Background: an optimization exercise with open tools, aiming at small area, a short achievable clock period and few clock cycles. Do not read the settings as production practice. In this exercise RTL edits were held to simulation tests only and were not proved equivalent to the original. Power is estimated from default activity; no workload was simulated.

==> flow/design.v <==
module roller_dec (
    input  wire        clk,
    input  wire        rst,          
    input  wire        start,        
    input  wire [1:0]  bucket,       
    output wire        idle,
    output reg         done,         
    output reg  [1:0]  status,       
    input  wire        in_valid,
    input  wire [7:0]  in_data,
    output wire        in_ready,
    output wire        wr_en,
    output wire [11:0] wr_addr,
    output wire [7:0]  wr_data,
    output wire        rd_en,
    output wire [11:0] rd_addr,
    input  wire [7:0]  rd_data       
);
    localparam [1:0] ST_OK       = 2'd0,
                     ST_BAD_CODE = 2'd1,
                     ST_BAD_DIST = 2'd2,
                     ST_OVERRUN  = 2'd3;
    reg s_idle;     
    reg s_h0;       
    reg s_h1;       
    reg s_h2;       
    reg s_h3;       
    reg s_tok;      
    reg s_a1;       
    reg s_a2;       
    reg s_a3;       
    reg s_mchk;     
    reg s_run;      
    reg s_lit;      
    reg        k_fill;      
    reg        k_long;      
    reg        bdist;       
    reg        d1;          
    reg [1:0]  code;        
    reg [11:0] rem;         
    reg [12:0] p;           
    reg [12:0] cnt;         
    reg [11:0] rp;          
    assign idle     = s_idle;
    assign wr_en    = s_run || (s_lit && in_valid);
    assign wr_addr  = p[11:0];
    assign wr_data  = s_run ? (k_fill ? rp[7:0] : rd_data) : in_data;
    assign rd_en    = !(s_run && d1);
    assign rd_addr  = rp;
    assign in_ready = !(s_idle || s_mchk || s_run);
    wire [11:0] rem_dec = rem - 12'd1;
    wire [12:0] cnt_dec = cnt - 13'd1;
    wire        cnt_end = (cnt == 13'd0);
    wire        rem_end = (rem == 12'd0);
    wire        ovr     = p[12] || cnt[12] || (cnt[11:0] > ~p[11:0]);
    wire [7:0]  t       = in_data;
    wire        t_lit   = !t[7];
    wire        t_short = t[7:6] == 2'b10;
    wire        t_long  = t[7:4] == 4'hC;
    wire        t_fill  = t[7:4] == 4'hD;
    wire [6:0]  n       = t[6:0];
    wire        lit_bad = ({5'd0, n} >= rem_dec);
    wire        lit_ovr = ({5'd0, n} > ~p[11:0]);
    wire        arg_bad = t_short ? (rem < 12'd2) : t_long ? (rem < 12'd4) : (rem < 12'd3);
    wire [11:0] tl      = {in_data[3:0], rem[7:0]};
    wire        tl_bad  = (in_data[7:4] != 4'd0) || (tl == 12'd0) ||
                          (tl[11:10] > code) ||
                          (tl[11:10] == code && tl[9:2] == 8'hFF && tl[1:0] != 2'd0);
    wire [11:0] dval    = {rp[11:8], in_data};
    wire [13:0] rsum    = {1'b0, p} + {2'b11, ~dval};
    wire [8:0]  lo6     = {1'b0, in_data} + 9'd6;
    wire [4:0]  hi_sum  = {1'b0, in_data[3:0]} + {4'd0, cnt[8]};
    reg        fin;
    reg [1:0]  fst;
    reg        n_idle, n_h0, n_h1, n_h2, n_h3, n_tok, n_a1, n_a2, n_a3, n_mchk, n_run, n_lit;
    always @(*) begin
        fin = 1'b0;
        fst = ST_OK;
        n_idle = 1'b0; n_h0 = 1'b0; n_h1 = 1'b0; n_h2 = 1'b0; n_h3 = 1'b0; n_tok = 1'b0;
        n_a1 = 1'b0; n_a2 = 1'b0; n_a3 = 1'b0; n_mchk = 1'b0; n_run = 1'b0; n_lit = 1'b0;
        if (s_idle) begin
            if (!start)              n_idle = 1'b1;
            else if (bucket == 2'd3) n_lit  = 1'b1;
            else                     n_h0   = 1'b1;
        end
        if (s_h0) begin
            if (!in_valid)              n_h0 = 1'b1;
            else if (in_data != 8'h01)  begin fin = 1'b1; fst = ST_BAD_CODE; end
            else                        n_h1 = 1'b1;
        end
        if (s_h1) begin
            if (!in_valid)                      n_h1 = 1'b1;
            else if (in_data != {6'd0, code})   begin fin = 1'b1; fst = ST_BAD_CODE; end
            else                                n_h2 = 1'b1;
        end
        if (s_h2) begin
            if (!in_valid) n_h2 = 1'b1;
            else           n_h3 = 1'b1;
        end
        if (s_h3) begin
            if (!in_valid)   n_h3 = 1'b1;
            else if (tl_bad) begin fin = 1'b1; fst = ST_BAD_CODE; end
            else             n_tok = 1'b1;
        end
        if (s_tok) begin
            if (rem_end)                  begin fin = 1'b1; fst = p[12] ? ST_OK : ST_BAD_CODE; end
            else if (p[12])               begin fin = 1'b1; fst = ST_OVERRUN; end
            else if (!in_valid)           n_tok = 1'b1;
            else if (t_lit) begin
                if (lit_bad)              begin fin = 1'b1; fst = ST_BAD_CODE; end
                else if (lit_ovr)         begin fin = 1'b1; fst = ST_OVERRUN; end
                else                      n_lit = 1'b1;
            end
            else if (!(t_short || t_long || t_fill) || arg_bad)
                                          begin fin = 1'b1; fst = ST_BAD_CODE; end
            else                          n_a1 = 1'b1;
        end
        if (s_a1) begin
            if (!in_valid)                n_a1 = 1'b1;
            else if (k_fill || k_long)    n_a2 = 1'b1;
            else                          n_mchk = 1'b1;
        end
        if (s_a2) begin
            if (!in_valid)                n_a2 = 1'b1;
            else if (!k_fill)             n_a3 = 1'b1;
            else if (ovr)                 begin fin = 1'b1; fst = ST_OVERRUN; end
            else                          n_run = 1'b1;
        end
        if (s_a3) begin
            if (!in_valid)                n_a3 = 1'b1;
            else                          n_mchk = 1'b1;
        end
        if (s_mchk) begin
            if (bdist)                    begin fin = 1'b1; fst = ST_BAD_DIST; end
            else if (ovr)                 begin fin = 1'b1; fst = ST_OVERRUN; end
            else                          n_run = 1'b1;
        end
        if (s_run) begin
            if (cnt_end)                  n_tok = 1'b1;
            else                          n_run = 1'b1;
        end
        if (s_lit) begin
            if (in_valid && cnt_end)      n_tok = 1'b1;
            else                          n_lit = 1'b1;
        end
        if (fin) n_idle = 1'b1;
    end
    always @(posedge clk) begin
        if (rst) begin
            s_idle <= 1'b1;
            s_h0 <= 1'b0; s_h1 <= 1'b0; s_h2 <= 1'b0; s_h3 <= 1'b0; s_tok <= 1'b0;
            s_a1 <= 1'b0; s_a2 <= 1'b0; s_a3 <= 1'b0; s_mchk <= 1'b0; s_run <= 1'b0; s_lit <= 1'b0;
            done   <= 1'b0;
        end else begin
            s_idle <= n_idle; s_h0 <= n_h0; s_h1 <= n_h1; s_h2 <= n_h2; s_h3 <= n_h3; s_tok <= n_tok;
            s_a1 <= n_a1; s_a2 <= n_a2; s_a3 <= n_a3; s_mchk <= n_mchk; s_run <= n_run; s_lit <= n_lit;
            done   <= fin;
        end
    end
    always @(posedge clk) begin
        if (fin) status <= fst;
        if (s_idle && start) begin
            code <= bucket;
            p    <= 13'd0;
            cnt  <= 13'd4095;
            rem  <= 12'd0;
        end
        if (wr_en) p <= p + 13'd1;
        if (in_valid) begin
            if (s_h2) rem[7:0] <= in_data;
            if (s_h3) rem <= tl;
            if (s_tok || s_a1 || s_a2 || s_a3 || s_lit) rem <= rem_dec;
        end
        if (s_tok && in_valid) begin
            k_fill   <= t[6] & t[4];
            k_long   <= t[6] & ~t[4];
            rp[11:8] <= t[3:0];
            cnt[7:0] <= t[7] ? {5'd0, {1'b0, t[5:4]} + 3'd2} : {1'b0, n};
            cnt[12:8] <= (t[7:6] == 2'b11) ? {1'b0, t[3:0]} : 5'd0;
        end
        if (s_a1 && in_valid) begin
            if (k_fill) begin
                cnt[7:0] <= in_data;
            end else begin
                rp    <= rsum[11:0];
                bdist <= rsum[13];
                d1    <= (dval == 12'd0);
            end
        end
        if (s_a2 && in_valid) begin
            if (k_fill) rp[7:0] <= in_data;
            else        cnt[8:0] <= lo6;
        end
        if (s_a3 && in_valid)
            cnt[12:8] <= (in_data[7:4] != 4'd0) ? 5'h1F : hi_sum;
        if (s_mchk || (s_run && !k_fill)) rp <= rp + 12'd1;
        if (s_run || (s_lit && in_valid)) cnt <= cnt_dec;
    end
endmodule
clock: 5.5 ns
lec_check: 0
abc_area: 1
cap_margin: 20
core_margin: 2
core_utilization: 40
cts_buf_list: sky130_fd_sc_hd__clkbuf_8
cts_cluster_diameter: 100
cts_cluster_size: 30
setup_slack_margin: 2.8
slew_margin: 20
tns_end_percent: 5
standard.sh (not shown) runs the stock make flow with config.mk's settings and CLKGATE_MAP_FILE= SYNTH_SCRIPT=/design/flow/synth_recipe.tcl, a recipe that flattens the netlist after the stock synthesis.
==> flow/flow/run.sh <==
#!/bin/bash
# Standard layout, with the smallest buffer on the ports.
export BUFFER_PORTS_ARGS="-buffer_cell sky130_fd_sc_hd__buf_1"
bash standard.sh > standard.log 2>&1
Testbench counts at the start, summed over its fixed seeds: cycles 801,453.
Next try:
==> flow/flow/run.sh (replaced) <==
#!/bin/bash
# Standard layout with two changes: a stronger area-oriented ABC mapping
# script (registers are untouched: abc only remaps combinational logic), and
# the smallest buffer on the ports.
set -e
rm -rf scripts_mod
cp -r "$FLOW_HOME/scripts" scripts_mod
cp flow/abc_area.script scripts_mod/abc_area.script
export SCRIPTS_DIR="$PWD/scripts_mod"
export BUFFER_PORTS_ARGS="-buffer_cell sky130_fd_sc_hd__buf_1"
bash standard.sh > standard.log 2>&1
==> flow/flow/abc_area.script (new file) <==
&get -n
&st
&syn2
&dch -f
&nf -a
&st
&dch -f
&nf -a
&put
topo
--- a/flow/config.mk
+++ b/flow/config.mk
@@ -16,2 +16 @@
 export SLEW_MARGIN = 20
-export TNS_END_PERCENT = 5
Outcome:
- The changed run went through all stages and came out clean
- hold slack gets better by 3.6 ps
- design area increases by 8.1%
- count of clock-buffer cells in the layout decreases by 2
- maximum frequency increases by 0.52%
Next try:
==> flow/flow/run.sh (replaced) <==
#!/bin/bash
# Standard layout, with the smallest buffer on the ports and a clock tree
# built without dummy loads.
export BUFFER_PORTS_ARGS="-buffer_cell sky130_fd_sc_hd__buf_1"
export CTS_ARGS="-sink_clustering_enable -repair_clock_nets -sink_clustering_size 30 -sink_clustering_max_diameter 100 -buf_list sky130_fd_sc_hd__clkbuf_8 -dont_use_dummy_load"
bash standard.sh > standard.log 2>&1
--- a/flow/config.mk
+++ b/flow/config.mk
@@ -14,3 +14,3 @@
 export CTS_CLUSTER_SIZE = 30
-export SETUP_SLACK_MARGIN = 2.8
+export SETUP_SLACK_MARGIN = 2.75
 export SLEW_MARGIN = 20
removed: flow/flow/abc_area.script
- The changed run completed without violations
- clock power drops by a quarter to a third
- routed wire length drops by a few percent
- register-to-register slack is better by 310 ps
- combinational power drops by about a fifth
- worst setup slack is better by 190 ps
- cell area drops by a few percent
- first-iteration DRC count drops by about a fifth
- global-route usage drops by 3.6 points
- critical path depth drops by 3
- via count climbs by a few percent
- sequential power drops slightly

* * *

Starts from the design.v that is shown in full above.
Settings: LEC_CHECK=0, ABC_AREA=1, CAP_MARGIN=20, CORE_MARGIN=2, CORE_UTILIZATION=40, CTS_BUF_LIST=sky130_fd_sc_hd__clkbuf_8, CTS_CLUSTER_DIAMETER=100, CTS_CLUSTER_SIZE=30, SETUP_SLACK_MARGIN=2.8, SLEW_MARGIN=20; clock period 5.5 ns.
==> flow/flow/run.sh <==
#!/bin/bash
# Standard layout, with the smallest buffer on the ports.
export BUFFER_PORTS_ARGS="-buffer_cell sky130_fd_sc_hd__buf_1"
bash standard.sh > standard.log 2>&1
Testbench counts at the start, summed over its fixed seeds: cycles 801,453.
Then changed:
==> flow/flow/run.sh (replaced) <==
#!/bin/bash
# Standard layout, with the smallest buffer on the ports and a clock tree
# built without dummy loads.
export BUFFER_PORTS_ARGS="-buffer_cell sky130_fd_sc_hd__buf_1"
export CTS_ARGS="-sink_clustering_enable -repair_clock_nets -sink_clustering_size 30 -sink_clustering_max_diameter 100 -buf_list sky130_fd_sc_hd__clkbuf_8 -dont_use_dummy_load"
bash standard.sh > standard.log 2>&1
Settings changed: CORE_UTILIZATION 40 to 65.
Outcome: The new run ran to the end with no violations; setup slack improved by 0.027 ns; hold slack improved by 0.0066 ns; clock power is lower by about a fifth; wire length is lower slightly; global-route usage is higher by 13 points; via count is higher by a few percent; total power is lower by a few percent; utilization is higher by 30 points.
Then changed:
--- a/flow/flow/run.sh
+++ b/flow/flow/run.sh
@@ -2,2 +2,2 @@
-# Standard layout, with the smallest buffer on the ports and a clock tree
-# built without dummy loads.
+# Standard layout with the smallest buffer on the ports, a clock tree built
+# without dummy loads, and timing repair limited to sizing and pin swaps.
@@ -5,0 +6 @@
+export SETUP_MOVE_SEQUENCE="unbuffer,sizeup,swap"
Settings changed: CORE_UTILIZATION 65 to 40.
Worst setup slack got worse by 0.24 ns.
Global-route usage falls by 14 points.
Final area drops by a few percent.
Then changed:
--- a/flow/flow/run.sh
+++ b/flow/flow/run.sh
@@ -2,2 +2,2 @@
-# Standard layout with the smallest buffer on the ports, a clock tree built
-# without dummy loads, and timing repair limited to sizing and pin swaps.
+# Standard layout, with the smallest buffer on the ports and a clock tree
+# built without dummy loads.
@@ -6 +5,0 @@
-export SETUP_MOVE_SEQUENCE="unbuffer,sizeup,swap"
Settings changed: GPL_TIMING_DRIVEN set to 0.
Design area grows by 11%.
Register-to-register slack is about the same.
Routed wire length rises by 7.9%.
Worst setup slack gains 0.060 ns.
Combinational power went up by 16%.

* * *

RTL: the design.v shown in full above, as it stands there.
export LEC_CHECK = 0
export ABC_AREA = 1
export CAP_MARGIN = 20
export CORE_MARGIN = 2
export CORE_UTILIZATION = 40
export CTS_BUF_LIST = sky130_fd_sc_hd__clkbuf_8
export CTS_CLUSTER_DIAMETER = 100
export CTS_CLUSTER_SIZE = 30
export SETUP_SLACK_MARGIN = 2.6
export SLEW_MARGIN = 20
create_clock -name core_clock -period 5.5 [get_ports {clk}]
==> flow/flow/run.sh <==
#!/bin/bash
# Standard layout with two changes: a stronger area-oriented ABC mapping
# script (registers are untouched: abc only remaps combinational logic), and
# the smallest buffer on the ports.
set -e
rm -rf scripts_mod
cp -r "$FLOW_HOME/scripts" scripts_mod
cp flow/abc_area.script scripts_mod/abc_area.script
export SCRIPTS_DIR="$PWD/scripts_mod"
export BUFFER_PORTS_ARGS="-buffer_cell sky130_fd_sc_hd__buf_1"
bash standard.sh > standard.log 2>&1
==> flow/flow/abc_area.script <==
&get -n
&st
&syn2
&dch -f
&nf -a
&st
&dch -f
&nf -a
&put
topo
The baseline produced a clean layout.
Testbench counts at the start, summed over its fixed seeds: cycles 801,453.
Then changed:
==> flow/flow/run.sh (replaced) <==
#!/bin/bash
# Standard layout, with the smallest buffer on the ports.
export BUFFER_PORTS_ARGS="-buffer_cell sky130_fd_sc_hd__buf_1"
bash standard.sh > standard.log 2>&1
- CORE_UTILIZATION: 40 -> 65
- SETUP_SLACK_MARGIN: 2.6 -> 2.8
removed: flow/flow/abc_area.script
Wire length fell by a few percent.
Total power is lower by a few percent.
Die area decreases by a quarter to a third.
Worst setup slack improves by 280 ps.
Fmax climbs by roughly a tenth.
Register-to-register slack is better by 370 ps.
Cell count rises by a few percent.

* * *

RTL: the design.v shown in full above, as it stands there.
Settings: LEC_CHECK=0, ABC_AREA=1, CAP_MARGIN=20, CORE_MARGIN=2, CORE_UTILIZATION=40, CTS_BUF_LIST=sky130_fd_sc_hd__clkbuf_8, CTS_CLUSTER_DIAMETER=100, CTS_CLUSTER_SIZE=30, SETUP_SLACK_MARGIN=2.8, SLEW_MARGIN=20; clock period 5.5 ns.
==> flow/flow/run.sh <==
#!/bin/bash
# Standard layout with three changes: the smallest buffer on the ports, a
# clock tree built without dummy loads, and ORFS's power recovery (downsizing
# cells off the critical paths) run with the same setup margin as the repair.
set -e
rm -rf scripts_mod
cp -r "$FLOW_HOME/scripts" scripts_mod
python3 - <<'PY'
f = 'scripts_mod/util.tcl'
s = open(f).read()
a = '  append_env_var additional_args RECOVER_POWER -recover_power 1\n'
assert a in s
s = s.replace(a, a + '  append_env_var additional_args SETUP_SLACK_MARGIN -setup_margin 1\n')
open(f, 'w').write(s)
PY
export SCRIPTS_DIR="$PWD/scripts_mod"
export RECOVER_POWER=100
export BUFFER_PORTS_ARGS="-buffer_cell sky130_fd_sc_hd__buf_1"
export CTS_ARGS="-sink_clustering_enable -repair_clock_nets -sink_clustering_size 30 -sink_clustering_max_diameter 100 -buf_list sky130_fd_sc_hd__clkbuf_8 -dont_use_dummy_load"
bash standard.sh > standard.log 2>&1
The first run completed and failed the layout checks on capacitance limit, slew limit.
Testbench counts at the start, summed over its fixed seeds: cycles 801,453.
Edit:
==> flow/run.sh (new file) <==
#!/bin/bash
# synth_recipe.tcl (not shown) runs the flow's synth.tcl, then flattens the netlist and writes it again
# the make line also repeats each setting of config.mk as NAME=value (left out here)
make -C /OpenROAD-flow-scripts/flow DESIGN_CONFIG=/design/flow/config.mk WORK_HOME=/design/flow/orfs CLKGATE_MAP_FILE= SYNTH_SCRIPT=/design/flow/synth_recipe.tcl finish
Settings changed: ABC_AREA 1 to default, ABC_CLOCK_PERIOD_IN_PS from default to 2700, CTS_BUF_LIST sky130_fd_sc_hd__clkbuf_8 to default, CTS_CLUSTER_DIAMETER 100 to default, CTS_CLUSTER_SIZE 30 to default.
removed: flow/flow/run.sh
removed: flow/standard.sh
Outcome: With this change the flow went through all stages and came out clean. Routed wire length went up by about 3%. Via count went down by about 2.5%. Power went up by 29%. Cell count went down by about 9%. Global-route usage went up by 0.65 points. Setup slack improves by 0.94 ns. Count of clock-buffer cells in the layout went up by 4. Area after synthesis went down by 1.8%. Hold slack degrades by 0.0041 ns.

what the ideal ports hide:
The flow's constraints put no driver on any port. The routed layouts listed below were extracted and timed again, unchanged, in two steps.
Step 1, drivers: a clkbuf_16 drives clk and a buf_2 each remaining input, both assumed.
Step 2 also shifts input and output timing later by t, the mid clock arrival at the registers, as if the neighbouring blocks saw the same clock.
a / b / c = ideal ports / drivers / drivers and shift; a / b = the first two.
run	shift t [ns]	setup WS [ns]	hold WS [ns]	worst register clock-pin slew, ns	cell pins on the clock port's net
the first run of note 1	0.411	2.544 / 2.523 / 2.303	0.489 / 0.489 / 0.489	0.09 / 0.09	1
the second run of note 1	0.407	2.559 / 2.528 / 2.171	0.492 / 0.492 / 0.492	0.09 / 0.09	1
the third run of note 1	0.404	2.746 / 2.685 / 2.443	0.485 / 0.485 / 0.485	0.08 / 0.08	1
the first run of note 2	0.407	2.740 / 2.676 / 2.458	0.492 / 0.492 / 0.492	0.10 / 0.10	1
the second run of note 2	0.387	2.767 / 2.707 / 2.466	0.498 / 0.498 / 0.498	0.09 / 0.09	1
the third run of note 2	0.398	2.530 / 2.493 / 2.535	0.490 / 0.490 / 0.490	0.09 / 0.09	1
the fourth run of note 2	0.407	2.590 / 2.546 / 2.462	0.486 / 0.486 / 0.486	0.09 / 0.09	1
the first run of note 3	0.408	2.467 / 2.464 / 2.056	0.490 / 0.490 / 0.490	0.09 / 0.09	1
the second run of note 3	0.390	2.749 / 2.703 / 2.373	0.505 / 0.505 / 0.505	0.10 / 0.10	1
the first run of note 4	0.397	1.716 / 1.668 / 1.427	0.494 / 0.494 / 0.494	0.09 / 0.09	1
the second run of note 4	0.390	2.658 / 2.658 / 2.311	0.490 / 0.490 / 0.490	0.07 / 0.07	1
The setup slack of the first run of note 3, which loses most, moves by -0.003 ns with the drivers and by -0.411 ns with both steps.
